Source: an optimization exercise on an open RTL-to-GDS flow (aim: small area and a short achievable clock period). Production flows keep margins and buffers that such runs may drop.
Function was not checked in any run shown here: the RTL went through the layout flow alone.
Power and IR drop assume default switching activity.

`flow/design.v`:
```
module knaha_alu (
    input  wire [3:0]  op,    
    input  wire [15:0] a,     
    input  wire [15:0] v,     
    output reg  [15:0] y
);
    wire neg_ops = (op == 4'hE) | (op == 4'hF);              
    wire sub     = (op == 4'h3) | (op == 4'h5) | (op == 4'hC) | (op == 4'hD) | neg_ops;
    wire [15:0] x  = neg_ops ? 16'h0000 : a;
    wire [16:0] r  = {x[15], x} + ({v[15], v} ^ {17{sub}}) + {16'h0000, sub};
    wire        ov = r[16] ^ r[15];
    wire [15:0] rs = ov ? {r[16], {15{~r[16]}}} : r[15:0];
    wire        lt = r[16];                                   
    wire        shl = (op == 4'h9);
    wire        fill = (op == 4'hA) & a[15];
    wire [15:0] s0;
    genvar k;
    generate for (k = 0; k < 16; k = k + 1) begin : rev_in
        assign s0[k] = shl ? a[15-k] : a[k];
    end endgenerate
    wire [15:0] s1 = v[0] ? {fill, s0[15:1]} : s0;
    wire [15:0] s2 = v[1] ? {{2{fill}}, s1[15:2]} : s1;
    wire [15:0] s3 = v[2] ? {{4{fill}}, s2[15:4]} : s2;
    wire [15:0] s4 = v[3] ? {{8{fill}}, s3[15:8]} : s3;
    wire [15:0] sh;
    generate for (k = 0; k < 16; k = k + 1) begin : rev_out
        assign sh[k] = shl ? s4[15-k] : s4[k];
    end endgenerate
    always @(*) begin
        case (op)
            4'h1: y = v;
            4'h2, 4'h3: y = r[15:0];
            4'h4, 4'h5, 4'hF: y = rs;
            4'h6: y = a & v;
            4'h7: y = a | v;
            4'h8: y = a ^ v;
            4'h9, 4'hA, 4'hB: y = sh;
            4'hC: y = lt ? a : v;
            4'hD: y = lt ? v : a;
            4'hE: y = v[15] ? rs : v;
            default: y = 16'h0000;
        endcase
    end
endmodule
module knaha_mac (
    input  wire        clk,
    input  wire        rst,
    input  wire        trig,      
    input  wire        accum,     
    input  wire        neg,       
    input  wire [15:0] m1,
    input  wire [15:0] m2,
    output reg  [39:0] acc,
    output wire        ready,     
    output wire        ready_n,   
    output wire        ovf        
);
    reg        s1_v, s2_v;
    reg        s1_acc, s1_neg, s2_acc, s2_neg;
    reg [15:0] s1_m1, s1_m2;
    reg [31:0] s2_p;
    assign ready   = ~s1_v & ~s2_v;
    assign ready_n = ~trig & ~s1_v;
    wire [31:0] prod = $signed(s1_m1) * $signed(s1_m2);
    always @(posedge clk) begin
        if (rst) begin
            s1_v <= 1'b0;
            s2_v <= 1'b0;
        end else begin
            s1_v <= trig;
            s2_v <= s1_v;
        end
        s1_acc <= accum;
        s1_neg <= neg;
        s1_m1  <= m1;
        s1_m2  <= m2;
        s2_acc <= s1_acc;
        s2_neg <= s1_neg;
        s2_p   <= prod;
    end
    wire [39:0] xa = s2_acc ? acc : 40'h0;
    wire [39:0] pb = {{8{s2_p[31]}}, s2_p} ^ {40{s2_neg}};
    wire [40:0] sum = {xa[39], xa} + {pb[39], pb} + {40'h0, s2_neg};
    wire sum_ovf = sum[40] ^ sum[39];
    wire [39:0] sum_sat = sum_ovf ? {sum[40], {39{~sum[40]}}} : sum[39:0];
    assign ovf = s2_v & sum_ovf;
    always @(posedge clk) begin
        if (rst)
            acc <= 40'h0;
        else if (s2_v)
            acc <= sum_sat;
    end
endmodule
module knaha_exec (
    input  wire        clk,
    input  wire        rst,         
    input  wire        mode_init,   
    input  wire [31:0] instr,       
    input  wire [15:0] ext_a,       
    input  wire [15:0] ext_b,       
    input  wire [15:0] dx,          
    input  wire [15:0] dy,          
    output wire        wa_en,       
    output wire [7:0]  wa_dst,
    output wire [15:0] wa_data,
    output wire        wb_en,       
    output wire [7:0]  wb_dst,
    output wire [15:0] wb_data,
    output wire        dmac_go,     
    output wire [3:0]  pred         
);
    reg [15:0] gp [0:15];
    reg [15:0] alu_a, alu_res;
    reg [15:0] cmp_a;
    reg [1:0]  cmp_p;
    reg [15:0] mac_a;
    reg [2:0]  g;            
    reg        g3;           
    reg        mode;         
    reg        st_drop, st_ovf;
    wire [39:0] acc;
    wire        mac_ready;
    wire g3_eff = mode ? mac_ready : g3;
    wire [3:0] gv = {g3_eff, g};
    assign pred = gv;
    wire        paired = instr[31];
    wire        imm    = ~paired & instr[26];
    wire [7:0]  src_a = paired ? {2'b00, instr[28:23]} : instr[25:18];
    wire [7:0]  dst_a = paired ? {1'b0, instr[22:16]}
                               : (imm ? instr[9:2] : instr[17:10]);
    wire [5:0]  src_b = instr[13:8];
    wire [6:0]  dst_b = instr[7:1];
    reg ca;
    always @(*) begin
        case (instr[29:27])
            3'd0: ca = 1'b1;
            3'd1: ca = gv[0];
            3'd2: ca = gv[1];
            3'd3: ca = gv[2];
            3'd4: ca = gv[3];
            3'd5: ca = gv[0] & gv[1];
            3'd6: ca = gv[2] & gv[3];
            default: ca = gv[0] | gv[1];
        endcase
    end
    wire ga_long  = instr[30] ^ ca;
    wire ga_short = short_ok(instr[30:29], gv[1:0]);
    wire gb_short = short_ok(instr[15:14], gv[1:0]);
    function short_ok(input [1:0] c, input [1:0] p);
        case (c)
            2'd0: short_ok = 1'b1;
            2'd1: short_ok = p[0];
            2'd2: short_ok = p[1];
            default: short_ok = ~p[0];
        endcase
    endfunction
    wire exec_a = ~rst & (paired ? ga_short : ga_long);
    wire exec_b = ~rst & paired & gb_short;
    wire [15:0] val_a = imm ? instr[25:10] : src_val(src_a, ext_a);
    wire [15:0] val_b = src_val({2'b00, src_b}, ext_b);
    assign wa_en   = exec_a;
    assign wa_dst  = dst_a;
    assign wa_data = val_a;
    assign wb_en   = exec_b;
    assign wb_dst  = {1'b0, dst_b};
    assign wb_data = val_b;
    wire [26:0] sq = {acc[39], acc[39:14]} + 27'd1;   
    wire        sq_ok = (sq[26:17] == {10{sq[16]}});
    wire [15:0] mac_sat = sq_ok ? sq[16:1] : {sq[26], {15{~sq[26]}}};
    function [15:0] src_val(input [7:0] s, input [15:0] ext);
        begin
            if (s >= 8'h08 && s <= 8'h17)
                src_val = gp[s[3:0]];
            else case (s)
                8'h00: src_val = 16'h0000;
                8'h01: src_val = 16'h0001;
                8'h02: src_val = 16'hFFFF;
                8'h03: src_val = 16'h7FFF;
                8'h04: src_val = 16'h8000;
                8'h18: src_val = alu_res;
                8'h19: src_val = {12'h000, gv};
                8'h1A: src_val = acc[31:16];
                8'h1B: src_val = acc[15:0];
                8'h1C: src_val = mac_sat;
                8'h1D: src_val = {{8{acc[39]}}, acc[39:32]};
                8'h1E, 8'h1F, 8'h20, 8'h21, 8'h22, 8'h23, 8'h24, 8'h25, 8'h26,
                8'h27, 8'h28, 8'h29, 8'h2A, 8'h2B, 8'h2C, 8'h2D, 8'h2E, 8'h2F,
                8'h30, 8'h32:
                       src_val = ext;
                8'h31: src_val = {12'h000, mac_ready, mode, st_drop, st_ovf};
                default: src_val = 16'h0000;
            endcase
        end
    endfunction
    wire wr_b = exec_b;
    wire wr_a = exec_a;
    wire [15:0] alu_a_n = (wr_b && dst_b == 7'h18) ? val_b :
                          (wr_a && dst_a == 8'h18) ? val_a : alu_a;
    wire [15:0] cmp_a_n = (wr_b && dst_b == 7'h28) ? val_b :
                          (wr_a && dst_a == 8'h28) ? val_a : cmp_a;
    wire [1:0]  cmp_p_n = (wr_b && dst_b == 7'h29) ? val_b[1:0] :
                          (wr_a && dst_a == 8'h29) ? val_a[1:0] : cmp_p;
    wire [15:0] mac_a_n = (wr_b && dst_b == 7'h34) ? val_b :
                          (wr_a && dst_a == 8'h34) ? val_a : mac_a;
    wire mode_wr_b = wr_b && dst_b == 7'h3B;
    wire mode_wr_a = wr_a && dst_a == 8'h3B;
    wire mode_n = mode_wr_b ? (val_b == 16'd1) :
                  mode_wr_a ? (val_a == 16'd1) : mode;
    wire alu_tb = wr_b && dst_b >= 7'h19 && dst_b <= 7'h27;
    wire alu_ta = wr_a && dst_a >= 8'h19 && dst_a <= 8'h27;
    wire        alu_t  = alu_tb | alu_ta;
    wire [3:0]  alu_op = alu_tb ? {~dst_b[3], dst_b[2:0]} : {~dst_a[3], dst_a[2:0]};
    wire [15:0] alu_v  = alu_tb ? val_b : val_a;
    wire cmp_tb = wr_b && dst_b >= 7'h2A && dst_b <= 7'h33;
    wire cmp_ta = wr_a && dst_a >= 8'h2A && dst_a <= 8'h33;
    wire        cmp_t  = cmp_tb | cmp_ta;
    wire [5:0]  cmp_op = cmp_tb ? dst_b[5:0] : dst_a[5:0];
    wire [15:0] cmp_v  = cmp_tb ? val_b : val_a;
    wire mac_tb = wr_b && dst_b >= 7'h35 && dst_b <= 7'h3A;
    wire mac_ta = wr_a && dst_a >= 8'h35 && dst_a <= 8'h3A;
    wire        mac_t  = mac_tb | mac_ta;
    wire [2:0]  mac_op = mac_tb ? dst_b[2:0] : dst_a[2:0];    
    wire [15:0] mac_v  = mac_tb ? val_b : val_a;
    wire [15:0] alu_y;
    knaha_alu u_alu (.op(alu_op), .a(alu_a_n), .v(alu_v), .y(alu_y));
    wire [16:0] cd  = {1'b0, cmp_a_n} - {1'b0, cmp_v};
    wire        ltu = cd[16];
    wire        lts = (cmp_a_n[15] ^ cmp_v[15]) ? cmp_a_n[15] : ltu;
    wire        eq  = cmp_a_n == cmp_v;
    reg cmp_r;
    always @(*) begin
        case (cmp_op[3:0])
            4'hA: cmp_r = lts;
            4'hB: cmp_r = lts | eq;
            4'hC: cmp_r = eq;
            4'hD: cmp_r = ~eq;
            4'hE: cmp_r = ~lts;
            4'hF: cmp_r = ~(lts | eq);
            4'h0: cmp_r = ltu;
            4'h1: cmp_r = ~ltu;
            default: cmp_r = cmp_v != 16'd0;       
        endcase
    end
    wire       pset = cmp_t && cmp_op[3:0] == 4'h3;
    wire [3:0] pwr_en  = !cmp_t ? 4'b0000 :
                         pset   ? 4'b1111 : (4'b0001 << cmp_p_n);
    wire [3:0] pwr_val = pset ? cmp_v[3:0] : {4{cmp_r}};
    wire mac_drop = mac_t & mode & ~mac_ready;
    wire mac_acc  = mac_t & ~mac_drop;
    wire mac_ovf;
    wire ready_n;    
    wire op_dmac = mac_op == 3'd0;
    assign dmac_go = mac_acc && op_dmac;
    reg        k_acc, k_neg;
    reg [15:0] k_m1, k_m2;
    always @(*) begin
        k_m1 = mac_a_n;
        k_m2 = mac_v;
        case (mac_op)
            3'd5: begin k_acc = 1'b0; k_neg = 1'b0; end           
            3'd6: begin k_acc = 1'b1; k_neg = 1'b0; end           
            3'd7: begin k_acc = 1'b1; k_neg = 1'b1; end           
            3'd0: begin                                           
                k_m1 = dx; k_m2 = dy;
                k_acc = ~mac_v[4]; k_neg = mac_v[5];
            end
            3'd1: begin                                           
                k_m1 = 16'h8000; k_acc = 1'b0; k_neg = 1'b1;
            end
            default: begin                                        
                k_m2 = 16'h0000; k_acc = 1'b0; k_neg = 1'b0;
            end
        endcase
    end
    knaha_mac u_mac (
        .clk(clk), .rst(rst),
        .trig(mac_acc), .accum(k_acc), .neg(k_neg), .m1(k_m1), .m2(k_m2),
        .acc(acc), .ready(mac_ready), .ready_n(ready_n), .ovf(mac_ovf)
    );
    integer i;
    always @(posedge clk) begin
        if (rst) begin
            for (i = 0; i < 16; i = i + 1) gp[i] <= 16'h0000;
            alu_a   <= 16'h0000;
            alu_res <= 16'h0000;
            cmp_a   <= 16'h0000;
            cmp_p   <= 2'd0;
            mac_a   <= 16'h0000;
            g       <= 3'b000;
            g3      <= mode_init;    
            mode    <= mode_init;
            st_drop <= 1'b0;
            st_ovf  <= 1'b0;
        end else begin
            for (i = 0; i < 16; i = i + 1) begin
                if (wr_b && dst_b == 7'h08 + i)
                    gp[i] <= val_b;
                else if (wr_a && dst_a == 8'h08 + i)
                    gp[i] <= val_a;
            end
            alu_a <= alu_a_n;
            cmp_a <= cmp_a_n;
            cmp_p <= cmp_p_n;
            mac_a <= mac_a_n;
            if (alu_t)
                alu_res <= alu_y;
            for (i = 0; i < 3; i = i + 1)
                if (pwr_en[i])
                    g[i] <= pwr_val[i];
            if (mode_n)
                g3 <= ready_n;
            else if (!mode && pwr_en[3])
                g3 <= pwr_val[3];
            mode <= mode_n;
            if (mac_drop)
                st_drop <= 1'b1;
            if (mac_ovf)
                st_ovf <= 1'b1;
        end
    end
endmodule
```
`flow/constraint.sdc`:
```
create_clock -name core_clock -period 11.0 [get_ports {clk}]
set_input_delay 2.2000 -clock core_clock [delete_from_list [all_inputs] [get_ports {clk}]]
set_output_delay 2.2000 -clock core_clock [all_outputs]
set_load 0.01 [all_outputs]
```
`flow/config.mk`:
```
export PLATFORM = sky130hd
export DESIGN_NAME = knaha_exec
export DESIGN_NICKNAME = knaha_exec
export VERILOG_FILES = /design/flow/design.v
export SDC_FILE = /design/flow/constraint.sdc
export NUM_CORES = 4
export LEC_CHECK = 0
export CAP_MARGIN = 20
export CORE_MARGIN = 2
export CORE_UTILIZATION = 30
export PLACE_DENSITY = 0.5
export SLEW_MARGIN = 20
```
`flow/run.sh`:
```
#!/bin/bash
# synth_recipe.tcl (not shown) runs the flow's synth.tcl, then flattens the netlist and writes it again
# the make line also repeats each setting of config.mk as NAME=value (left out here)
make -C /OpenROAD-flow-scripts/flow DESIGN_CONFIG=/design/flow/config.mk WORK_HOME=/design/flow/orfs CLKGATE_MAP_FILE= SYNTH_SCRIPT=/design/flow/synth_recipe.tcl finish
```
==> reports/results.ini, run 1 <==
[floorplan]
die_x_um=385
fp.dieArea_um2=148000
start_util_pct=30.2
die_h_um=385
io_pins=154
coreArea_um2=144000
fp-row-count=139

[route]
drc=0
drt-initial-drc-count=6372
drt_first_pass_iters=10
num_vias=45167
via_per_inst=6.04
avgRoutedWirePerCell_um=29.7
drtAntennaViolNets=0
routed_wirelength_um=222000

[yosys]
syn_inst=5559
ys_seq_elements=439
syn-mean-instance-area_um2=7.83
synth.net_count=6110
synthFlopType=dfxtp_1
synth.distinct_cells=125
synth-async-reset-ratio_pct=0
synth.top_cell.area_share_pct=20.2
synth_area_um2=43500
synth_enable_flop_cells=1
yosysSeqAreaShare_pct=20.2
synth_warnings=4
synth.area.top_cells=dfxtp_1 20%, fa_1 12%, nand2_1 5.7%
synth.most_common_cell=nand2_1
synth_top_cell_by_area=dfxtp_1
synth_top_cells_by_count=657 x nand2_1, 610 x nor2_1, 438 x dfxtp_1

[setup_path]
critPathArrivalTime_ps=10660
startpoint=instr[26]
end_kind=flop
r2r_slack_ps=1540
crit_type=in -> reg
crit_end=alu_res[12]$_SDFFE_PP0P_
cp.required_ps=11550
r2r.worst_path.cells=29
r2r_start=u_mac.acc[15]$_SDFFE_PP0P_
start_kind=primary input
r2r_end=alu_res[12]$_SDFFE_PP0P_
cp_max_fo=17

[pwr]
switchingPower_w=0.00259
leakage_nw=19.7
internal_power_w=0.00383
powerDensity_nw_per_um2=130
ir_worst_vdd_mv=0.130
power.share.clock_pct=32.3
seqPwrFrac_pct=27.5
p_sw_share_pct=40.3
p_comb_share_pct=40.2

[cells_and_area]
finalNetCount=6080
syn2layout_area_growth_pct=13.9
final_cells=7480
fillers=14997
layout-drive-gt1-share_pct=9.85

[cts]
cts_setup_buffers=0
htreeDepth=2
ctsHoldBuffers=0
clockRootBuffer=clkbuf_16
numCtsBuffers=56
clock_sinks=439
cts_resized=0
clkTransAtPathRegs_ps=70
cts_tree=yes
clock_path_buffers=3
clkLatencyLatePin_ps=710

[timing]
fin_crit_sh_pct=91.9
period_needed_ps=10110
rsz0062_at_grt=false
worstMarginPinSlew_ps=1220
clock.fmax_ghz=0.0989
tns_ps=0
final-setup-viol-count=0
finalHoldViolCount=0
skew_ps=57.2
maxSlewHeadroom_pct=18.5
drv_slew=0
worst_slack_ps=888

[grt]
grt_antenna_before_repair=20
grt_pass1_wl_um=315000
grt_pass1_vias=42616
grt_max_degree=125
grtUsageTotal_pct=29.2
grt_overflow=0

[place]
gp_congestion=1.01
place_ws_ps=655
io_buffers=151
dp.cells=7371
hpwl_um=161000

[run_status]
status=no timing/DRC/antenna violations

[job]
cap_violations=0

[min_path]
hold_path_class=reg -> reg

per-layer routing:
layer | vias up | routed length [um] | GRT usage [%]
li1 | 19706 | - | -
met1 | 22395 | 95100 | 40.4
met2 | 2535 | 91800 | 42.6
met3 | 525 | 23400 | 6.87
met4 | 6 | 12100 | 13.5
met5 | - | 41 | 0
power by group through the flow:
| stage | Combinational [W] | Clock, W | Sequential, W |
|---|---|---|---|
| global placement | 0.00253 | 0 | 0.00180 |
| detailed placement | 0.00254 | 0 | 0.00180 |
| finish | 0.00258 | 0.00207 | 0.00177 |
| global route | 0.00282 | 0.00214 | 0.00177 |
| floorplan | 0.00173 | 0 | 0.00173 |
| CTS | 0.00255 | 0.00209 | 0.00177 |
area by class of cell:
class | instances | area (um^2) | share of cell area (%)
clock inverters | 27 | 424 | 0.856
diodes | 3 | 7.51 | 0.0152
inverters | 379 | 1420 | 2.87
well taps | 1903 | 2380 | 4.81
multi-input cells | 4271 | 31600 | 63.8
repair buffers | 382 | 3290 | 6.64
flip-flops and latches | 439 | 8800 | 17.8
clock buffers | 76 | 1590 | 3.21
stage by stage:
stage | cell area [um^2] | hold WS [ps] | utilization (%) | power, W
detailed placement | 47500 | 314 | 33.0 | 0.00434
CTS | 49500 | 328 | 34.4 | 0.00641
global placement | 47400 | 313 | 33.0 | 0.00433
finish | 49500 | 327 | 34.4 | 0.00642
floorplan | 43500 | 310 | - | 0.00346
global route | 49500 | 330 | 34.4 | 0.00674
sequential cells by signal (all words and copies together) (netlist names), 2 cells and up:
register     count
alu_a           16
alu_res         16
cmp_a           16
cmp_p            2
g                3
gp             256
mac_a           16
u_mac.acc       40
u_mac.s1_m1     16
u_mac.s1_m2     16
u_mac.s2_p      32
worst min-delay path by stage:
| stage | start | slack, ps | cells after the start | end |
|---|---|---|---|---|
| 2_1_floorplan | u_mac.s1_acc$_DFF_P_ | 310 | 0 | u_mac.s2_acc$_DFF_P_ |
| 3_3_place_gp | u_mac.s1_neg$_DFF_P_ | 310 | 0 | u_mac.s2_neg$_DFF_P_ |
| 3_5_place_dp | u_mac.s1_acc$_DFF_P_ | 310 | 0 | u_mac.s2_acc$_DFF_P_ |
| 4_1_cts | u_mac.s1_acc$_DFF_P_ | 330 | 0 | u_mac.s2_acc$_DFF_P_ |
| 5_1_grt | u_mac.s1_neg$_DFF_P_ | 330 | 0 | u_mac.s2_neg$_DFF_P_ |
| 6_report | u_mac.s1_acc$_DFF_P_ | 330 | 0 | u_mac.s2_acc$_DFF_P_ |
kinds of logic after synthesis:
family / Yosys count / share of synthesized area, %
XOR/XNOR: 152 / 3.06
multiplexers: 222 / 5.43
buffers and inverters: 849 / 7.95
AO/OA/AOI/OAI: 1478 / 24.7
other: 1 / 0.00862
adder cells (fa/ha/maj): 460 / 17.7
AND/OR/NAND/NOR: 1958 / 20.9
flip-flops: 439 / 20.2
cells in the final DEF, fill, tap and decap left out, drive strengths merged, types with 47 or more instances in the layout:
cell type / count
a22o: 68
xor2: 71
and2: 157
fa: 264
mux2i: 172
o211ai: 57
clkbuf: 76
inv: 375
buf: 237
nor2: 613
nor3: 100
o22ai: 48
ha: 188
dfxtp: 438
a311oi: 125
a211oi: 178
xnor2: 81
a21o: 47
o21ai: 246
nand2: 659
clkdlybuf4s50: 145
a22oi: 102
nor2b: 54
a221oi: 65
a21oi: 238
nand3: 129
worst max-delay path: stages:
cell and delay [ps]:
clkdlybuf4s50_1 820, and3b_1 470, or2_1 730, buf_4 430, a222oi_1 160, o22ai_1 190
nor3_1 70, a31oi_1 600, o21ai_1 490, o21ai_0 490, o21ai_1 280, nor2_1 180
ha_1 300, a21oi_1 340, nor2_1 90, a311oi_2 370, a21oi_1 210, a21oi_1 280
xnor2_1 120, ha_1 310, a21oi_1 70, buf_4 200, nand2_1 90, nand2_1 210
a2111oi_0 660, buf_4 210, a211oi_1 60
==> run 2, diff against run 1 <==
--- a/flow/config.mk
+++ b/flow/config.mk
@@ -6,7 +6,9 @@
 export NUM_CORES = 4
 export LEC_CHECK = 0
+export ABC_CLOCK_PERIOD_IN_PS = 6000
 export CAP_MARGIN = 20
 export CORE_MARGIN = 2
 export CORE_UTILIZATION = 30
 export PLACE_DENSITY = 0.5
+export SETUP_SLACK_MARGIN = 4.5
 export SLEW_MARGIN = 20
==> run 2 against run 1 <==
Against the previous run: still clean on timing, DRC and antenna; synthesized area unchanged; die area unchanged; non-clock buffer count increased by 487; worst setup slack improved by 2300 ps; critical path type unchanged.
==> reports/results.ini, run 2 <==
[cells_and_area]
top_register=gp
top_regs=gp x256, u_mac.acc x40, u_mac.s2_p x32
finalNetCount=6570  ; +8.1%
layout-drive-gt1-share_pct=24.9  ; +15 points
postLayoutCoreUtil_pct=40.7  ; +6.2 points
final_common_cell=nand2_1
final_area_um2=58500  ; +18%
largest_reg_flops=256  ; unchanged
fillers=14291  ; -4.7%
regArea_um2=8890  ; +1.0%
syn2layout_area_growth_pct=34.4
multiInputGateArea_um2=34400  ; +8.7%
final_cell_mix=619 x nand2_1, 568 x nor2_1, 483 x buf_4

[grt]
grt_overflow=0  ; unchanged
met2_usage_pct=45.4  ; +2.8 points
grt_max_degree=159  ; +27%
grtUsageTotal_pct=32.3  ; +3.1 points
use_met1_pct=41.0  ; +0.66 points
gr-max-usage-layer=met2
grt_pass1_vias=45529  ; +6.8%
grt_antenna_before_repair=17  ; -15%
grt_pass1_wl_um=344000  ; +9.3%
gr-usage-met3_pct=12.4  ; +5.5 points

[min_path]
hold_depth=0  ; unchanged
hold_path_class=reg -> reg
hold_start=u_mac.s1_acc$_DFF_P_

[yosys]
ys_seq_elements=439  ; unchanged
synth_warnings=4  ; unchanged
synth_enable_flop_cells=1  ; unchanged
yosysSeqAreaShare_pct=20.2  ; unchanged
synthFlopType=dfxtp_1
synth_top_cell_by_area=dfxtp_1
synth-async-reset-ratio_pct=0  ; unchanged
syn-mean-instance-area_um2=7.83  ; unchanged
syn_inst=5559  ; unchanged
synth.net_count=6110  ; unchanged
synth.distinct_cells=125  ; unchanged
synth.top_cell.area_share_pct=20.2  ; unchanged
synth.area.top_cells=dfxtp_1 20%, fa_1 12%, nand2_1 5.7%
synth_top_cells_by_count=657 x nand2_1, 610 x nor2_1, 438 x dfxtp_1
synth_area_um2=43500  ; unchanged
synth.most_common_cell=nand2_1

[place]
place_ws_ps=791  ; +136 ps
gp_congestion=1.01  ; -0.36%
placed_area_um2=47800  ; +0.79%
hpwl_um=162000  ; +0.69%
io_buffers=151  ; unchanged

[timing]
skew_ps=95.4  ; +38.1 ps
finalHoldViolCount=0  ; unchanged
worstMarginPinSlew_ps=1410  ; +188 ps
whs_ps=326  ; -1.58 ps
tns_ps=0  ; unchanged
final-setup-viol-count=0  ; unchanged
fin_crit_sh_pct=70.6  ; -21 points
drv_slew=0  ; unchanged
maxSlewHeadroom_pct=6.22  ; -12 points
period_needed_ps=7770  ; -2340 ps
clock.fmax_ghz=0.129  ; +30%
worst_slack_ps=3230  ; +2340 ps
rsz0062_at_grt=true

[pwr]
ir_worst_vdd_mv=0.121  ; -7.4%
switchingPower_w=0.00287  ; +11%
power.share.clock_pct=29.8  ; -2.5 points
internal_power_w=0.00422  ; +10%
p_sw_share_pct=40.5  ; +0.22 points
powerDensity_nw_per_um2=121  ; -6.5%
seqPwrFrac_pct=24.9  ; -2.6 points
leakage_nw=23.8  ; +21%
p_comb_share_pct=45.3  ; +5.1 points

[route]
drtAntennaViolNets=0  ; unchanged
drc=0  ; unchanged
routed_wirelength_um=248000  ; +12%
avgRoutedWirePerCell_um=31.1  ; +4.7%
num_vias=48722  ; +7.9%
via_per_inst=6.11  ; +1.2%
drt-initial-drc-count=7177  ; +13%
drt_first_pass_iters=10  ; unchanged

[cts]
cts_tree=yes
numCtsBuffers=57  ; +1.8%
ctsHoldBuffers=0  ; unchanged
clock_path_buffers=3  ; unchanged
clockRootBuffer=clkbuf_16
clkLatencyLatePin_ps=760  ; +50 ps
htreeDepth=2  ; unchanged
clkTransAtPathRegs_ps=60  ; about the same
clock_sinks=439  ; unchanged

[floorplan]
die_h_um=385  ; unchanged
fp.dieArea_um2=148000  ; unchanged
die_x_um=385  ; unchanged
io_pins=154  ; unchanged
start_util_pct=30.2  ; unchanged
coreArea_um2=144000  ; unchanged
fp-row-count=139  ; unchanged

[setup_path]
startpoint=instr[31]
start_kind=primary input
critPathArrivalTime_ps=8320  ; -2340 ps
crit_type=in -> reg
r2r.worst_path.cells=31  ; +6.9%
cpMaxStageDelayCell=a222oi_1
end_kind=flop
cp_max_fo=6  ; -11
r2r_start=u_mac.acc[22]$_SDFFE_PP0P_
cp.required_ps=11550  ; about the same
max_stage_delay_ps=690  ; -130 ps

[job]
cap_violations=0  ; unchanged

[run_status]
status=no timing/DRC/antenna violations

-- run 2: cell counts after synthesis --
Identical to the previous run, type by type.
-- run 2: repair_timing --
action | in CTS | in global routing
endpoints found under the setup margin | 74 | 59
gates resized for setup | 931 | 253
hold endpoints to repair | 0 | 0
pin swaps | 222 | 184
cloned | 33 | 3
setup buffers | 344 | 118
-- run 2: stage by stage --
stage                     power, W  instances
after floorplan            0.00351       5559
after global placement     0.00435       7362
after detailed placement   0.00437       7364
after CTS                  0.00687       7845
after global routing       0.00738       7969
final                      0.00709       7972
-- run 2: logic make-up after synthesis --
| kind of cell | share of synthesized area [%] |
|---|---|
| xor gates and xnor gates | 3.06 |
| adders and majority gates | 17.7 |
| muxes | 5.43 |
| and+or+nand+nor | 20.9 |
| other | 0.00862 |
| buffers and inverters | 7.95 |
| DFF | 20.2 |
| AOI/OAI and AO/OA | 24.7 |
-- run 2: worst max-delay path, delay by kind of cell --
kind                       cells  cell delay (ps)
xor gates and xnor gates       1              110
AOI/OAI and AO/OA             14             3090
adders and majority gates      2              520
buffers and inverters          8             1170
and+or+nand+nor                8             1210
-- run 2: worst paths after layout --
kind / endpoint / slack, ps
max reg2reg: alu_res[1]$_SDFFE_PP0P_ / 3770
max: alu_res[1]$_SDFFE_PP0P_ / 3230
min reg2reg: u_mac.s2_acc$_DFF_P_ / 330
min: u_mac.s2_acc$_DFF_P_ / 330
-- run 2: per-layer routing --
metal | routed length [um] | share of wire (%)
met5 | 143 | 0.058
met4 | 19800 | 8.0
met3 | 34300 | 14
met2 | 98500 | 40
met1 | 95400 | 38
-- run 2: area by class of cell --
class / instances / share of cell area (%)
diodes: 5 / 0.0214
clock buffers: 77 / 2.77
clock inverters: 27 / 0.760
inverters: 379 / 2.53
multi-input cells: 4273 / 58.8
flip-flops and latches: 439 / 15.2
well taps: 1903 / 4.07
repair buffers: 869 / 15.9
-- run 2: power groups by stage --
stage / logic, W / clock network (W) / registers (W)
2_1_floorplan: 0.00177 / 0 / 0.00173
3_3_place_gp: 0.00255 / 0 / 0.00180
3_5_place_dp: 0.00257 / 0 / 0.00180
4_1_cts: 0.00299 / 0.00212 / 0.00177
5_1_grt: 0.00344 / 0.00217 / 0.00177
6_report: 0.00322 / 0.00211 / 0.00176
==> run 3, diff against run 2 <==
--- a/flow/design.v
+++ b/flow/design.v
@@ -57,10 +57,11 @@
 );
     reg        s1_v, s2_v;
-    reg        s1_acc, s1_neg, s2_acc, s2_neg;
+    reg        s1_acc, s1_neg, s2_acc;
     reg [15:0] s1_m1, s1_m2;
     reg [31:0] s2_p;
     assign ready   = ~s1_v & ~s2_v;
     assign ready_n = ~trig & ~s1_v;
-    wire [31:0] prod = $signed(s1_m1) * $signed(s1_m2);
+    wire [31:0] prod;
+    knaha_booth u_mul (.a(s1_m1), .b(s1_m2), .neg(s1_neg), .p(prod));
     always @(posedge clk) begin
         if (rst) begin
@@ -76,10 +77,8 @@
         s1_m2  <= m2;
         s2_acc <= s1_acc;
-        s2_neg <= s1_neg;
         s2_p   <= prod;
     end
     wire [39:0] xa = s2_acc ? acc : 40'h0;
-    wire [39:0] pb = {{8{s2_p[31]}}, s2_p} ^ {40{s2_neg}};
-    wire [40:0] sum = {xa[39], xa} + {pb[39], pb} + {40'h0, s2_neg};
+    wire [40:0] sum = {xa[39], xa} + {{9{s2_p[31]}}, s2_p};
     wire sum_ovf = sum[40] ^ sum[39];
     wire [39:0] sum_sat = sum_ovf ? {sum[40], {39{~sum[40]}}} : sum[39:0];
@@ -92,4 +91,31 @@
     end
 endmodule
+module knaha_booth (
+    input  wire [15:0] a,
+    input  wire [15:0] b,
+    input  wire        neg,
+    output wire [31:0] p
+);
+    wire [16:0] bx = {b, 1'b0};
+    wire [16:0] ax = {a[15], a};
+    reg  [31:0] pp [0:7];
+    reg  [15:0] nb;
+    reg         one, two, dn;
+    reg  [16:0] sel;
+    integer i;
+    always @(*) begin
+        nb = 16'h0;
+        for (i = 0; i < 8; i = i + 1) begin
+            one = bx[2*i] ^ bx[2*i+1];
+            two = (bx[2*i+2] & ~bx[2*i+1] & ~bx[2*i]) | (~bx[2*i+2] & bx[2*i+1] & bx[2*i]);
+            dn  = bx[2*i+2] ^ neg;
+            sel = (({17{one}} & ax) | ({17{two}} & {ax[15:0], 1'b0})) ^ {17{dn}};
+            pp[i] = {15'b0, ~sel[16], sel[15:0]} << (2*i);
+            nb[2*i] = dn;
+        end
+    end
+    assign p = 32'haaab0000 + pp[0] + pp[1] + pp[2] + pp[3] + pp[4] + pp[5]
+             + pp[6] + pp[7] + {16'h0, nb};
+endmodule
 module knaha_exec (
     input  wire        clk,
@@ -111,5 +137,9 @@
 );
     reg [15:0] gp [0:15];
-    reg [15:0] alu_a, alu_res;
+    reg [15:0] alu_a;
+    reg [3:0]  alu_op_r;     
+    reg [15:0] alu_a_r;      
+    reg [15:0] alu_v_r;
+    wire [15:0] alu_res;
     reg [15:0] cmp_a;
     reg [1:0]  cmp_p;
@@ -222,6 +252,5 @@
     wire [2:0]  mac_op = mac_tb ? dst_b[2:0] : dst_a[2:0];    
     wire [15:0] mac_v  = mac_tb ? val_b : val_a;
-    wire [15:0] alu_y;
-    knaha_alu u_alu (.op(alu_op), .a(alu_a_n), .v(alu_v), .y(alu_y));
+    knaha_alu u_alu (.op(alu_op_r), .a(alu_a_r), .v(alu_v_r), .y(alu_res));
     wire [16:0] cd  = {1'b0, cmp_a_n} - {1'b0, cmp_v};
     wire        ltu = cd[16];
@@ -283,5 +312,5 @@
             for (i = 0; i < 16; i = i + 1) gp[i] <= 16'h0000;
             alu_a   <= 16'h0000;
-            alu_res <= 16'h0000;
+            alu_op_r <= 4'h0;        
             cmp_a   <= 16'h0000;
             cmp_p   <= 2'd0;
@@ -303,6 +332,9 @@
             cmp_p <= cmp_p_n;
             mac_a <= mac_a_n;
-            if (alu_t)
-                alu_res <= alu_y;
+            if (alu_t) begin
+                alu_op_r <= alu_op;
+                alu_a_r  <= alu_a_n;
+                alu_v_r  <= alu_v;
+            end
             for (i = 0; i < 3; i = i + 1)
                 if (pwr_en[i])
==> flow/config.mk (replaced) <==
export PLATFORM = sky130hd
export DESIGN_NAME = knaha_exec
export DESIGN_NICKNAME = knaha_exec
export VERILOG_FILES = /design/flow/design.v
export SDC_FILE = /design/flow/constraint.sdc
export NUM_CORES = 4
export LEC_CHECK = 0
export CAP_MARGIN = 20
export CORE_MARGIN = 2
export CORE_UTILIZATION = 50
export PLACE_DENSITY = 0.65
export SETUP_SLACK_MARGIN = 3.5
export SLEW_MARGIN = 20
==> run 3 against run 2 <==
Against the previous run: still clean on timing, DRC and antenna; core utilization rose by 19 points; first-iteration DRC count rose by 7.5%; non-clock buffer count fell by 337; sequential power rose by 14%.
==> reports/results.ini, run 3 <==
[run_status]
status=no timing/DRC/antenna violations

[cells_and_area]
syn2layout_area_growth_pct=18.5
top_register=gp
finalNetCount=6196  ; -5.7%
layout-drive-gt1-share_pct=14.6  ; -10 points
top_regs=gp x256, u_mac.acc x40, u_mac.s2_p x32
largest_reg_flops=256  ; unchanged
regArea_um2=9530  ; +7.2%
final_cell_mix=671 x nor2_1, 665 x nand2_1, 412 x dfxtp_1
multiInputGateArea_um2=32300  ; -5.9%
final_common_cell=nor2_1
fillers=7817  ; -45%

[setup_path]
end_kind=output pin
cp_max_fo=13  ; +7
start_kind=primary input
critPathArrivalTime_ps=5480  ; -2840 ps
crit_type=in -> out
path_cells=buf_2 > buf_12 > nor4bb_4 > buf_4 > a22o_1 > a221oi_1 > nand3_1 > a21oi_1 > nand4_1 > a21boi_1 > o2111a_1 > o21a_4 > inv_2 > dlygate4sd2_1
cp.required_ps=8800  ; -2750 ps
max_stage_delay_ps=580  ; -110 ps
cpMaxStageDelayCell=nand4_1

[pwr]
fin_total_pwr_w=0.0125  ; +76%
powerDensity_nw_per_um2=245  ; +100%
ir_worst_vdd_mv=0.653  ; +440%
leakage_nw=19.5  ; -18%

[route]
drt-initial-drc-count=7715  ; +7.5%
via_per_inst=6.97  ; +14%
drtAntennaViolNets=0  ; unchanged
routed_wirelength_um=216000  ; -13%
num_vias=48946  ; +0.46%
drc=0  ; unchanged
avgRoutedWirePerCell_um=30.7  ; -1.3%
drt_first_pass_iters=11  ; +1

[yosys]
synth_area_um2=43000  ; -1.2%
syn_inst=5813  ; +4.6%
synth.area.top_cells=dfxtp_1 20%, nor2_1 6.0%, nand2_1 5.9%
synth_enable_flop_cells=33  ; +32
synth-async-reset-ratio_pct=0  ; unchanged
ys_seq_elements=458  ; +4.3%
synth_warnings=6  ; +2
synth.net_count=6184  ; +1.2%
synthFlopType=dfxtp_1
synth.top_cell.area_share_pct=19.8  ; -0.37 points
synth.most_common_cell=nor2_1
synth_top_cells_by_count=691 x nor2_1, 679 x nand2_1, 491 x clkbuf_1
yosysSeqAreaShare_pct=22.1  ; +1.9 points
synth_top_cell_by_area=dfxtp_1
syn-mean-instance-area_um2=7.40  ; -5.5%
synth.distinct_cells=92  ; -26%

[cts]
htreeDepth=2  ; unchanged
numCtsBuffers=54  ; -5.3%
clkLatencyLatePin_ps=670  ; -90 ps
clkTransAtPathRegs_ps=60  ; about the same
clockRootBuffer=clkbuf_16
clock_path_buffers=3  ; unchanged
clock_sinks=458  ; +4.3%
ctsHoldBuffers=0  ; unchanged
cts_tree=yes

[grt]
grt_pass1_vias=43409  ; -4.7%
grt_overflow=0  ; unchanged
grtUsageTotal_pct=46.4  ; +14 points
grt_pass1_wl_um=306000  ; -11%
grt_antenna_before_repair=21  ; +4
grt_max_degree=105  ; -34%

[timing]
clock.fmax_ghz=0.130  ; +1.2%
skew_ps=77.9  ; -17.4 ps
worstMarginPinSlew_ps=1340  ; -62.9 ps
final-setup-viol-count=0  ; unchanged
finalHoldViolCount=0  ; unchanged
maxSlewHeadroom_pct=10.4  ; +4.2 points
drv_slew=0  ; unchanged
tns_ps=0  ; unchanged
fin_crit_sh_pct=69.8  ; -0.81 points
rsz0062_at_grt=true
period_needed_ps=7680  ; -89.4 ps

[floorplan]
die_h_um=297  ; -23%
io_pins=154  ; unchanged
fp-row-count=107  ; -23%
coreArea_um2=85100  ; -41%
start_util_pct=50.5  ; +20 points
fp.dieArea_um2=88400  ; -40%
die_x_um=297  ; -23%

[place]
gp_congestion=1.06  ; +5.7%
io_buffers=151  ; unchanged
hpwl_um=147000  ; -9.0%

[min_path]
hold_path_class=reg -> reg

[job]
cap_violations=0  ; unchanged

[run 3: changes by cell type after synthesis, moves of 75 or more]
cell      delta
nor2_1      +81
o21ai_0     +90
a21oi_1    +130
a22oi_1     +98
fa_1       -178
inv_1      -194
a311oi_1    +82
xnor2_1     +75
clkbuf_1   +166
[run 3: layout make-up]
cell class / count / area share, %
clock buffer: 73 / 3.05
antenna: 16 / 0.0786
inverter: 182 / 1.41
tap: 1144 / 2.81
timing repair buffer: 532 / 9.92
sequential: 458 / 18.7
multi-input combinational: 4597 / 63.4
clock inverter: 23 / 0.584
[run 3: routing by layer]
| layer | wire [um] | share of wire, % | vias up | global-route usage (%) |
|---|---|---|---|---|
| met5 | 580 | 0.27 | - | 2.60 |
| met4 | 15700 | 7.3 | 28 | 27.4 |
| met3 | 32700 | 15 | 950 | 18.6 |
| met2 | 83200 | 39 | 3707 | 62.1 |
| met1 | 83800 | 39 | 22989 | 61.7 |
| li1 | - | - | 21272 | - |
[run 3: final timing paths]
check / start / end / slack (ps) / depth (start not counted)
max reg2reg: alu_op_r[1]$_SDFFE_PP0N_ / g3$_DFFE_PP_ / 3550 / 40
min: u_mac.s1_acc$_DFF_P_ / u_mac.s2_acc$_DFF_P_ / 330 / 0
max: instr[8] / wb_data[10] / 3320 / 14
min reg2reg: u_mac.s1_acc$_DFF_P_ / u_mac.s2_acc$_DFF_P_ / 330 / 0
[run 3: kinds of logic (layout without fill, tap and decap cells)]
logic type	count (synthesis)	count (layout)	share of synthesized area, %
flops	458	458	22.1
fa+ha+maj	321	321	10.6
mux	193	193	5.21
xor+xnor	276	276	5.62
compound gates	1820	1821	29.2
simple gates	1985	1985	20.6
other cells	1	17	0.00872
buf+inv	759	810	6.77
[run 3: stage by stage]
| step | cell area (um^2) | hold slack (ps) | instances | utilization, % | worst slack, ps |
|---|---|---|---|---|---|
| 2_1_floorplan | 43200 | 310 | 5813 | - | 3500 |
| 3_3_place_gp | 45600 | 313 | 6731 | 53.6 | 1330 |
| 3_5_place_dp | 45700 | 314 | 6734 | 53.7 | 1450 |
| 4_1_cts | 49600 | 333 | 6931 | 58.3 | 3400 |
| 5_1_grt | 50900 | 354 | 7013 | 59.8 | 3310 |
| 6_report | 51000 | 331 | 7025 | 59.9 | 3320 |
[run 3: what timing repair did]
| item | CTS | global route |
|---|---|---|
| pin swaps | 66 | 85 |
| endpoints found under the setup margin | 53 | 42 |
| gates cloned | 3 | 6 |
| buffers inserted | 98 | 69 |
| resized for setup | 350 | 169 |
[run 3: critical path, delay by kind of cell]
kind                   cells  cell delay [ps]
AO/OA/AOI/OAI              6             1430
buffers and inverters      5              910
AND/OR/NAND/NOR            3              880
[run 3: power breakdown]
part / internal (W) / switching, W / leakage [nW]
Sequential: 0.00189 / 0.000109 / 3.73
Combinational: 0.00341 / 0.00515 / 14.9
Clock: 0.00111 / 0.000814 / 0.918
Total: 0.00641 / 0.00607 / 19.5
==> run 4, diff against run 3 <==
--- a/flow/design.v
+++ b/flow/design.v
@@ -139,7 +139,6 @@
     reg [15:0] alu_a;
     reg [3:0]  alu_op_r;     
-    reg [15:0] alu_a_r;      
+    reg [15:0] alu_a_r;
     reg [15:0] alu_v_r;
-    wire [15:0] alu_res;
     reg [15:0] cmp_a;
     reg [1:0]  cmp_p;
@@ -151,4 +150,5 @@
     wire [39:0] acc;
     wire        mac_ready;
+    wire [15:0] alu_res;
     wire g3_eff = mode ? mac_ready : g3;
     wire [3:0] gv = {g3_eff, g};
@@ -187,6 +187,32 @@
     wire exec_a = ~rst & (paired ? ga_short : ga_long);
     wire exec_b = ~rst & paired & gb_short;
+    wire [26:0] sq = {acc[39], acc[39:14]} + 27'd1;   
+    wire        sq_ok = (sq[26:17] == {10{sq[16]}});
+    wire [15:0] mac_sat = sq_ok ? sq[16:1] : {sq[26], {15{~sq[26]}}};
+    wire [15:0] mac_stat = {12'h000, mac_ready, mode, st_drop, st_ovf};
     wire [15:0] val_a = imm ? instr[25:10] : src_val(src_a, ext_a);
     wire [15:0] val_b = src_val({2'b00, src_b}, ext_b);
+    function [15:0] src_val(input [7:0] s, input [15:0] ext);
+        reg hi0;
+        integer j;
+        begin
+            hi0 = s[7:6] == 2'b00;
+            src_val = 16'h0000;
+            src_val[0]    = hi0 && s[5:2] == 4'h0 && (s[1:0] != 2'b00);
+            src_val[14:1] = {14{hi0 && s[5:1] == 5'b00001}};
+            src_val[15]   = hi0 && (s[5:0] == 6'h02 || s[5:0] == 6'h04);
+            for (j = 0; j < 16; j = j + 1)
+                src_val = src_val | (gp[j] & {16{(s == 8'h08 + ((j - 8) & 15))}});
+            src_val = src_val
+                | (alu_res               & {16{s == 8'h18}})
+                | ({12'h000, gv}         & {16{s == 8'h19}})
+                | (acc[31:16]            & {16{s == 8'h1A}})
+                | (acc[15:0]             & {16{s == 8'h1B}})
+                | (mac_sat               & {16{s == 8'h1C}})
+                | ({{8{acc[39]}}, acc[39:32]} & {16{s == 8'h1D}})
+                | (ext & {16{(s >= 8'h1E && s <= 8'h30) || s == 8'h32}})
+                | (mac_stat              & {16{s == 8'h31}});
+        end
+    endfunction
     assign wa_en   = exec_a;
     assign wa_dst  = dst_a;
@@ -195,61 +221,36 @@
     assign wb_dst  = {1'b0, dst_b};
     assign wb_data = val_b;
-    wire [26:0] sq = {acc[39], acc[39:14]} + 27'd1;   
-    wire        sq_ok = (sq[26:17] == {10{sq[16]}});
-    wire [15:0] mac_sat = sq_ok ? sq[16:1] : {sq[26], {15{~sq[26]}}};
-    function [15:0] src_val(input [7:0] s, input [15:0] ext);
-        begin
-            if (s >= 8'h08 && s <= 8'h17)
-                src_val = gp[s[3:0]];
-            else case (s)
-                8'h00: src_val = 16'h0000;
-                8'h01: src_val = 16'h0001;
-                8'h02: src_val = 16'hFFFF;
-                8'h03: src_val = 16'h7FFF;
-                8'h04: src_val = 16'h8000;
-                8'h18: src_val = alu_res;
-                8'h19: src_val = {12'h000, gv};
-                8'h1A: src_val = acc[31:16];
-                8'h1B: src_val = acc[15:0];
-                8'h1C: src_val = mac_sat;
-                8'h1D: src_val = {{8{acc[39]}}, acc[39:32]};
-                8'h1E, 8'h1F, 8'h20, 8'h21, 8'h22, 8'h23, 8'h24, 8'h25, 8'h26,
-                8'h27, 8'h28, 8'h29, 8'h2A, 8'h2B, 8'h2C, 8'h2D, 8'h2E, 8'h2F,
-                8'h30, 8'h32:
-                       src_val = ext;
-                8'h31: src_val = {12'h000, mac_ready, mode, st_drop, st_ovf};
-                default: src_val = 16'h0000;
-            endcase
-        end
+    function wsel_b(input [7:0] d);
+        wsel_b = exec_b && {1'b0, dst_b} == d;
+    endfunction
+    function wsel_a(input [7:0] d);
+        wsel_a = exec_a && dst_a == d && !(exec_b && {1'b0, dst_b} == d);
     endfunction
-    wire wr_b = exec_b;
-    wire wr_a = exec_a;
-    wire [15:0] alu_a_n = (wr_b && dst_b == 7'h18) ? val_b :
-                          (wr_a && dst_a == 8'h18) ? val_a : alu_a;
-    wire [15:0] cmp_a_n = (wr_b && dst_b == 7'h28) ? val_b :
-                          (wr_a && dst_a == 8'h28) ? val_a : cmp_a;
-    wire [1:0]  cmp_p_n = (wr_b && dst_b == 7'h29) ? val_b[1:0] :
-                          (wr_a && dst_a == 8'h29) ? val_a[1:0] : cmp_p;
-    wire [15:0] mac_a_n = (wr_b && dst_b == 7'h34) ? val_b :
-                          (wr_a && dst_a == 8'h34) ? val_a : mac_a;
-    wire mode_wr_b = wr_b && dst_b == 7'h3B;
-    wire mode_wr_a = wr_a && dst_a == 8'h3B;
+    function [15:0] wr16(input [15:0] q, input sb, input sa);
+        wr16 = (q & {16{~(sb | sa)}}) | (val_b & {16{sb}}) | (val_a & {16{sa}});
+    endfunction
+    wire [15:0] alu_a_n = wr16(alu_a, wsel_b(8'h18), wsel_a(8'h18));
+    wire [15:0] cmp_a_n = wr16(cmp_a, wsel_b(8'h28), wsel_a(8'h28));
+    wire [15:0] mac_a_n = wr16(mac_a, wsel_b(8'h34), wsel_a(8'h34));
+    wire [15:0] cmp_p_w = wr16({14'h0, cmp_p}, wsel_b(8'h29), wsel_a(8'h29));
+    wire [1:0]  cmp_p_n = cmp_p_w[1:0];
+    wire mode_wr_b = wsel_b(8'h3B);
+    wire mode_wr_a = wsel_a(8'h3B);
     wire mode_n = mode_wr_b ? (val_b == 16'd1) :
                   mode_wr_a ? (val_a == 16'd1) : mode;
-    wire alu_tb = wr_b && dst_b >= 7'h19 && dst_b <= 7'h27;
-    wire alu_ta = wr_a && dst_a >= 8'h19 && dst_a <= 8'h27;
+    wire alu_tb = exec_b && dst_b >= 7'h19 && dst_b <= 7'h27;
+    wire alu_ta = exec_a && dst_a >= 8'h19 && dst_a <= 8'h27 && !alu_tb;
     wire        alu_t  = alu_tb | alu_ta;
     wire [3:0]  alu_op = alu_tb ? {~dst_b[3], dst_b[2:0]} : {~dst_a[3], dst_a[2:0]};
-    wire [15:0] alu_v  = alu_tb ? val_b : val_a;
-    wire cmp_tb = wr_b && dst_b >= 7'h2A && dst_b <= 7'h33;
-    wire cmp_ta = wr_a && dst_a >= 8'h2A && dst_a <= 8'h33;
+    wire cmp_tb = exec_b && dst_b >= 7'h2A && dst_b <= 7'h33;
+    wire cmp_ta = exec_a && dst_a >= 8'h2A && dst_a <= 8'h33 && !cmp_tb;
     wire        cmp_t  = cmp_tb | cmp_ta;
-    wire [5:0]  cmp_op = cmp_tb ? dst_b[5:0] : dst_a[5:0];
-    wire [15:0] cmp_v  = cmp_tb ? val_b : val_a;
-    wire mac_tb = wr_b && dst_b >= 7'h35 && dst_b <= 7'h3A;
-    wire mac_ta = wr_a && dst_a >= 8'h35 && dst_a <= 8'h3A;
+    wire [3:0]  cmp_op = cmp_tb ? dst_b[3:0] : dst_a[3:0];
+    wire [15:0] cmp_v  = (val_b & {16{cmp_tb}}) | (val_a & {16{~cmp_tb}});
+    wire mac_tb = exec_b && dst_b >= 7'h35 && dst_b <= 7'h3A;
+    wire mac_ta = exec_a && dst_a >= 8'h35 && dst_a <= 8'h3A && !mac_tb;
     wire        mac_t  = mac_tb | mac_ta;
     wire [2:0]  mac_op = mac_tb ? dst_b[2:0] : dst_a[2:0];    
-    wire [15:0] mac_v  = mac_tb ? val_b : val_a;
+    wire [15:0] mac_v  = (val_b & {16{mac_tb}}) | (val_a & {16{~mac_tb}});
     knaha_alu u_alu (.op(alu_op_r), .a(alu_a_r), .v(alu_v_r), .y(alu_res));
     wire [16:0] cd  = {1'b0, cmp_a_n} - {1'b0, cmp_v};
@@ -259,5 +260,5 @@
     reg cmp_r;
     always @(*) begin
-        case (cmp_op[3:0])
+        case (cmp_op)
             4'hA: cmp_r = lts;
             4'hB: cmp_r = lts | eq;
@@ -271,5 +272,5 @@
         endcase
     end
-    wire       pset = cmp_t && cmp_op[3:0] == 4'h3;
+    wire       pset = cmp_t && cmp_op == 4'h3;
     wire [3:0] pwr_en  = !cmp_t ? 4'b0000 :
                          pset   ? 4'b1111 : (4'b0001 << cmp_p_n);
@@ -309,11 +310,17 @@
     integer i;
     always @(posedge clk) begin
-        if (rst) begin
-            for (i = 0; i < 16; i = i + 1) gp[i] <= 16'h0000;
-            alu_a   <= 16'h0000;
+        for (i = 0; i < 16; i = i + 1)
+            gp[i] <= wr16(gp[i] & {16{~rst}}, wsel_b(8'h08 + i), wsel_a(8'h08 + i));
+        alu_a <= alu_a_n & {16{~rst}};
+        cmp_a <= cmp_a_n & {16{~rst}};
+        cmp_p <= cmp_p_n & {2{~rst}};
+        mac_a <= mac_a_n & {16{~rst}};
+        if (rst)
             alu_op_r <= 4'h0;        
-            cmp_a   <= 16'h0000;
-            cmp_p   <= 2'd0;
-            mac_a   <= 16'h0000;
+        else if (alu_t)
+            alu_op_r <= alu_op;
+        alu_a_r <= (alu_a_r & {16{~alu_t}}) | (alu_a_n & {16{alu_t}});
+        alu_v_r <= (alu_v_r & {16{~alu_t}}) | (val_b & {16{alu_tb}}) | (val_a & {16{alu_ta}});
+        if (rst) begin
             g       <= 3'b000;
             g3      <= mode_init;    
@@ -322,19 +329,4 @@
             st_ovf  <= 1'b0;
         end else begin
-            for (i = 0; i < 16; i = i + 1) begin
-                if (wr_b && dst_b == 7'h08 + i)
-                    gp[i] <= val_b;
-                else if (wr_a && dst_a == 8'h08 + i)
-                    gp[i] <= val_a;
-            end
-            alu_a <= alu_a_n;
-            cmp_a <= cmp_a_n;
-            cmp_p <= cmp_p_n;
-            mac_a <= mac_a_n;
-            if (alu_t) begin
-                alu_op_r <= alu_op;
-                alu_a_r  <= alu_a_n;
-                alu_v_r  <= alu_v;
-            end
             for (i = 0; i < 3; i = i + 1)
                 if (pwr_en[i])
--- a/flow/config.mk
+++ b/flow/config.mk
@@ -6,8 +6,9 @@
 export NUM_CORES = 4
 export LEC_CHECK = 0
+export ABC_CLOCK_PERIOD_IN_PS = 3000
 export CAP_MARGIN = 20
 export CORE_MARGIN = 2
 export CORE_UTILIZATION = 50
 export PLACE_DENSITY = 0.65
-export SETUP_SLACK_MARGIN = 3.5
+export SETUP_SLACK_MARGIN = 4.5
 export SLEW_MARGIN = 20
==> run 4 against run 3 <==
Against the previous run: wire length up 13%; largest cell class unchanged; register-to-register slack barely moved; critical path depth rose by 2; maximum frequency shrank 2.2%; sequential power increased by 3%; highest routed layer unchanged; power increased by 12%.
==> reports/results.ini, run 4 <==
[place]
hpwl_um=154000  ; +4.5%
gp_congestion=1.15  ; +8.1%
io_buffers=151  ; unchanged
placed_area_um2=46200  ; +1.2%

[route]
avgRoutedWirePerCell_um=33.6  ; +9.2%
drtAntennaViolNets=0  ; unchanged
drt_first_pass_iters=16  ; +5
num_vias=52922  ; +8.1%
drt-initial-drc-count=8833  ; +14%
drc=0  ; unchanged
routed_wirelength_um=245000  ; +13%
via_per_inst=7.26  ; +4.2%

[setup_path]
start_kind=primary input
path_cells=buf_8 > inv_1 > a32o_4 > buf_6 > and3_4 > buf_4 > buf_6 > a22oi_2 > nand2_1 > a221oi_2 > nand4_1 > a211oi_2 > o221ai_2 > o21ai_2 > inv_2 > buf_6
cp_max_fo=9  ; -4
max_stage_delay_ps=650  ; +70 ps
end_kind=output pin
crit_type=in -> out
critPathArrivalTime_ps=5650  ; +170 ps
cpMaxStageDelayCell=nand4_1
cp.required_ps=8800  ; about the same
crit_top_cell=buf_6

[timing]
maxSlewHeadroom_pct=14.8  ; +4.4 points
finalHoldViolCount=0  ; unchanged
rsz0062_at_grt=true
period_needed_ps=7850  ; +177 ps
whs_ps=328  ; -2.98 ps
clock.fmax_ghz=0.127  ; -2.2%
skew_ps=47.5  ; -30.4 ps
fin_crit_sh_pct=71.4  ; +1.6 points
tns_ps=0  ; unchanged
worstMarginPinSlew_ps=1270  ; -71.3 ps
final-setup-viol-count=0  ; unchanged
drv_slew=0  ; unchanged

[cts]
clkLatencyLatePin_ps=690  ; +20 ps
cts_tree=yes
htreeDepth=2  ; unchanged
clock_sinks=458  ; unchanged
ctsHoldBuffers=0  ; unchanged
clock_path_buffers=3  ; unchanged
clockRootBuffer=clkbuf_16
numCtsBuffers=53  ; -1.9%
clkTransAtPathRegs_ps=60  ; about the same

[floorplan]
fp.dieArea_um2=88900  ; +0.57%
start_util_pct=50.6  ; +0.13 points
coreArea_um2=85400  ; +0.31%
die_x_um=298  ; +0.28%
fp-row-count=107  ; unchanged
io_pins=154  ; unchanged
die_h_um=298  ; +0.28%

[grt]
grt_antenna_before_repair=25  ; +19%
grt_max_degree=193  ; +84%
grt_overflow=0  ; unchanged
grt_pass1_vias=47342  ; +9.1%
grt_pass1_wl_um=338000  ; +11%
grtUsageTotal_pct=51.8  ; +5.4 points

[yosys]
syn_inst=5799  ; -0.24%
synth_top_cell_by_area=dfxtp_1
synth_top_cells_by_count=530 x nand2_1, 514 x a21oi_1, 497 x clkbuf_1
synth.net_count=6170  ; -0.23%
ys_seq_elements=458  ; unchanged
synth.area.top_cells=dfxtp_1 20%, a21oi_1 5.9%, o21ai_0 5.6%
synth_warnings=6  ; unchanged
syn-mean-instance-area_um2=7.46  ; +0.82%
yosysSeqAreaShare_pct=21.6  ; -0.50 points
synth-async-reset-ratio_pct=0  ; unchanged
synth.distinct_cells=108  ; +17%
synth.top_cell.area_share_pct=20.4  ; +0.63 points
synth.most_common_cell=nand2_1
synth_area_um2=43200  ; +0.57%
synth_enable_flop_cells=17  ; -48%
synthFlopType=dfxtp_1

[job]
cap_violations=0  ; unchanged

[run_status]
status=no timing/DRC/antenna violations

[pwr]
powerDensity_nw_per_um2=251  ; +2.3%
fin_total_pwr_w=0.0140  ; +12%
ir_worst_vdd_mv=0.637  ; -2.4%
leakage_nw=22.4  ; +15%

[cells_and_area]
final_common_cell=nand2_1
layout-drive-gt1-share_pct=23.8  ; +9.2 points
top_regs=gp x256, u_mac.acc x40, u_mac.s2_p x32
final_area_um2=55900  ; +9.6%
top_register=gp
syn2layout_area_growth_pct=29.2
finalNetCount=6456  ; +4.2%
final_cell_mix=491 x nand2_1, 481 x a21oi_1, 479 x buf_4
largest_reg_flops=256  ; unchanged

[min_path]
hold_path_class=reg -> reg

## run 4: cell types whose count changed after synthesis, moves of 57 or more
cell      delta
a21oi_1    +149
nand3_1     +68
nand2_1    -149
a211oi_1    -57
nor2_1     -306
a311oi_1   -143
and3_1      +70
o21ai_0    +170
## run 4: cell type report
cell class	count	area, um^2
antenna	18	45.0
clock buffer	72	1550
clock inverter	28	479
fill	7254	29600
inverter	185	796
multi-input combinational	4568	34200
sequential	458	9400
tap	1144	1430
timing repair buffer	816	7920
timing repair inverter	3	26.3
## run 4: final timing paths
kind / endpoint / slack, ps / startpoint / depth (start not counted)
max: wa_data[7] / 3150 / instr[25] / 16
min: u_mac.s2_acc$_DFF_P_ / 330 / u_mac.s1_acc$_DFF_P_ / 0
max reg2reg: g3$_DFFE_PP_ / 3540 / alu_op_r[2]$_SDFFE_PP0P_ / 37
min reg2reg: u_mac.s2_acc$_DFF_P_ / 330 / u_mac.s1_acc$_DFF_P_ / 0
## run 4: kinds of logic (layout without fill, tap and decap cells)
| group | after synthesis | after routing | share of synthesized area, % |
|---|---|---|---|
| other cells | 1 | 19 | 0.00867 |
| buf+inv | 774 | 1104 | 6.92 |
| xor+xnor | 274 | 274 | 5.55 |
| mux | 164 | 164 | 4.53 |
| compound gates | 2041 | 2041 | 31.1 |
| flops | 458 | 458 | 21.6 |
| fa+ha+maj | 326 | 326 | 10.6 |
| simple gates | 1761 | 1762 | 19.7 |
## run 4: where the power goes
| group | switching, W | internal (W) | leakage [nW] |
|---|---|---|---|
| Combinational | 0.00560 | 0.00426 | 17.7 |
| Sequential | 0.000151 | 0.00190 | 3.75 |
| Clock | 0.000874 | 0.00122 | 0.987 |
## run 4: what timing repair did
item                       in CTS  in global routing
setup endpoints to repair     365                 55
pin swaps                     213                127
resized for setup             857                246
gates cloned                   13                  4
buffers inserted              372                 75
## run 4: per-layer routing
| metal | share of wire (%) | vias to the layer above | routed length [um] | global-route usage, % |
|---|---|---|---|---|
| met4 | 10 | 26 | 25000 | 41.7 |
| li1 | - | 21981 | - | - |
| met5 | 0.19 | - | 469 | 1.14 |
| met1 | 35 | 24772 | 84800 | 61.4 |
| met3 | 16 | 1510 | 38500 | 23.3 |
| met2 | 39 | 4633 | 96000 | 71.5 |
## run 4: critical path: cells and delay by family
family          cells  cell delay [ps]
compound gates      6             1560
simple gates        3              970
buf+inv             7              890
## run 4: per-stage QoR
step	setup WS (ps)	util (%)	std cells
floorplan	4000	-	5799
global placement	1270	54.1	6710
detailed placement	1240	54.1	6710
CTS	3630	63.3	7195
global route	3240	65.3	7275
finish	3150	65.4	7292

what the ideal ports hide:
In the flow no input, the clock included, has a driving cell. The finished layouts below were timed again as built, in two steps. Step 1 assumes that a clkbuf_16 drives the clock port and a buf_2 every other input. Step 2 adds t to the input delays and takes it off the output delays; t is the mean of the earliest and latest rising clock arrival at the registers after step 1. Input paths then give back, and output paths get back, about the clock's delay inside the block. Three values: ideal ports, drivers, drivers and shift; two values: the first two.
run	t (ns)	setup WS [ns]	hold WS [ns]	clock arrival spread, ns	slew at the worst register clock pin (ns)
run 1	0.764	0.888 / 0.945 / 0.181	0.327 / 0.327 / 0.327	0.058 / 0.058	0.07 / 0.07
run 2	0.797	3.233 / 3.133 / 2.335	0.326 / 0.326 / 0.326	0.096 / 0.095	0.07 / 0.07
run 3	0.714	3.322 / 3.253 / 2.712	0.331 / 0.331 / 0.331	0.078 / 0.078	0.07 / 0.07
run 4	0.742	3.145 / 2.861 / 2.274	0.328 / 0.328 / 0.328	0.049 / 0.048	0.08 / 0.08
After both steps setup and hold are still met in every run listed. For run 2, which loses most, drivers alone change the setup slack by -0.100 ns; drivers and shift together by -0.898 ns.
